Source: an optimization exercise on an open RTL-to-GDS flow (aim: small area, a short achievable clock period and few clock cycles per item). Production flows keep margins and buffers that such runs may drop.
The RTL was checked by simulation tests, not by an equivalence proof against the original design.

## qg_spread_quant
module qg_spread_quant (
    input  wire         clk,
    input  wire         rst,
    input  wire         in_valid,
    output wire         in_ready,
    input  wire         in_first,    
    input  wire         in_blank,    
    input  wire         in_dots,     
    input  wire         in_grey3,    
    input  wire [16:0]  in_share,    
    input  wire [15:0]  in_gain,     
    input  wire [2:0]   in_lev,      
    input  wire [127:0] in_vol,      
    output reg          out_valid,
    output reg  [2:0]   out_lev,
    output reg          out_clip
);
Settings: LEC_CHECK=0, ABC_AREA=1, CAP_MARGIN=20, CORE_MARGIN=2, CORE_UTILIZATION=40, CTS_CLUSTER_DIAMETER=100, CTS_CLUSTER_SIZE=22, PLACE_DENSITY=0.6, SLEW_MARGIN=20; clock period 36.0 ns.
standard.sh (not shown) runs the stock make flow with config.mk's settings and CLKGATE_MAP_FILE= SYNTH_SCRIPT=/design/flow/synth_recipe.tcl, a recipe that flattens the netlist after the stock synthesis.
==> flow/flow/run.sh <==
#!/bin/bash
# The standard layout, except that the ports are buffered with the
# smallest buffer (sky130_fd_sc_hd__buf_1) instead of the delay cell
# buffer_ports picks by itself, and clock tree synthesis uses smaller
# leaf buffers and adds no dummy loads.  Synthesis is the standard one.
set -euo pipefail
bash standard.sh synth > synth.log 2>&1
bash standard.sh "BUFFER_PORTS_ARGS=-buffer_cell sky130_fd_sc_hd__buf_1" \
    "CTS_ARGS=-sink_clustering_enable -repair_clock_nets -sink_clustering_size 16 -sink_clustering_max_diameter 80 -sink_clustering_buffer sky130_fd_sc_hd__clkbuf_8 -dont_use_dummy_load" \
    finish > layout.log 2>&1
Testbench counts at the start, summed over its fixed seeds: cycles 40,016, items 40,000.
Then changed:
--- a/flow/design.v
+++ b/flow/design.v
@@ -496,58 +496,51 @@
         reg c;
         begin
             c = 1'b0;
             for (k = 0; k < 13; k = k + 1)
                 c = (x[k] & y[k]) | (x[k] & c) | (y[k] & c);
             carry13 = c;
         end
     endfunction
     wire [32:13] prod = mul_a[32:13] + mul_b[32:13] + carry13(mul_a[12:0], mul_b[12:0]);
     wire        sat  = !s1_dots && (|prod[32:30]);
-    wire [15:0] v1 [0:7];                        
-    assign v1[0] = 16'd0;
-    generate
-        for (gi = 1; gi < 8; gi = gi + 1) begin : g_v1
-            assign v1[gi] = s1_vol[16*gi-16 +: 16];
-        end
-    endgenerate
     wire [16:0] a    = sat ? 17'h0ffff : prod[30:14];
     reg         s2_valid;
     reg         s2_blank, s2_grey3;
     reg [16:0]  s2_a;
-    reg [15:0]  s2_own;
+    reg [2:0]   s2_lev;
     reg [111:0] s2_vol;
     always @(posedge clk) begin
         s2_valid <= s1_valid && !rst;
         s2_blank <= s1_blank;
         s2_grey3 <= s1_grey3;
         s2_a     <= a;
-        s2_own   <= v1[s1_lev];
+        s2_lev   <= s1_lev;
         s2_vol   <= s1_vol;
     end
     wire [15:0] v [0:8];
     assign v[0] = 16'd0;
     assign v[8] = 16'd0;
     generate
         for (gi = 1; gi < 8; gi = gi + 1) begin : g_v2
             assign v[gi] = s2_vol[16*gi-16 +: 16];
         end
     endgenerate
     reg  [15:0] c_want;
     reg  [15:0] c_nvol;      
-    wire [18:0] w_p  = {3'd0, s2_own};
+    wire [18:0] w_p  = {3'd0, c_want};
     wire [18:0] w_q  = {2'd0, s2_a};
     wire [18:0] w_v  = {3'b111, c_nvol};
     wire [18:0] w_s1 = w_p ^ w_q ^ w_v;
     wire [18:0] w_c1 = (w_p & w_q) | (w_p & w_v) | (w_q & w_v);
     wire [18:0] w_r  = {w_c1[17:0], 1'b1};
-    wire [18:0] w_u  = {3'd0, c_want};
+    wire [18:0] w_u  = {3'd0, v[s2_lev]};
     wire [18:0] w_s2 = w_s1 ^ w_r ^ w_u;
     wire [18:0] w_c2 = (w_s1 & w_r) | (w_s1 & w_u) | (w_r & w_u);
     wire [18:0] want = w_s2 + {w_c2[17:0], 1'b0};
     wire        neg  = want[18];
     wire        big  = !neg && (|want[17:16]);
     function carry19(input [18:0] x, input [18:0] y, input ci);
         integer k;
         reg c;
         begin
             c = ci;
@@ -585,21 +578,21 @@
     always @(*) begin
         v_sel = 16'd0;
         for (l = 1; l < 8; l = l + 1)
             v_sel = v_sel | ({16{at_b[l]}} & v[l]);
     end
     wire [15:0] v_top = s2_grey3 ? v[7] : v[3];
     wire        clip  = !neg && (big || !carry19({3'd0, v_top}, {3'b111, nw2[16:1]}, 1'b1));
     wire        zero  = clip || neg;
     always @(posedge clk) begin
         out_valid <= s2_valid && !rst;
-        if (s1_valid && s1_first) begin
+        if (rst || (s1_valid && s1_first)) begin
             c_want <= 16'd0;
             c_nvol <= 16'hffff;
         end else if (s2_valid && !s2_blank) begin
             c_want <= zero ? 16'd0 : want[15:0];
             c_nvol <= zero ? 16'hffff : ~v_sel;
         end
         out_lev  <= s2_blank ? 3'd0 : best;
         out_clip <= !s2_blank && clip;
     end
 endmodule
After rerunning:
- worst setup slack degrades by 0.074 ns
- utilization grows by 0.11 points
- clock-buffer cell count shrinks by 3
- flip-flop and latch count shrinks by 13
- worst hold slack improves by 0.034 ns
- final area shrinks by 1.4%
- final cell count shrinks by about 1%
- maximum frequency shrinks by about 0.9%
- wire length shrinks by 2.7%
Testbench counts after the change, summed over its fixed seeds: cycles 40,016, items 40,000.

==> static timing again, ports no longer ideal <==
Ports are ideal in the flow. The routed layouts listed here were re-timed in OpenROAD.
Step 1 assumes that a clkbuf_16 drives the clock port and a buf_2 every other input.
Step 2 adds t to the input delays and takes it off the output delays; t is the mean of the earliest and latest rising clock arrival at the registers after step 1. Input paths then give back, and output paths get back, about the clock's delay inside the block.
Three values: ideal, step 1, step 2; two values: the first two.
run | t (ns) | setup slack, ns | worst register clock-pin slew, ns
the first run | 0.596 | 27.773 / 27.714 / 28.078 | 0.11 / 0.11
the second run | 0.582 | 27.699 / 27.699 / 27.699 | 0.10 / 0.10
After both steps setup and hold are still met in every run listed.
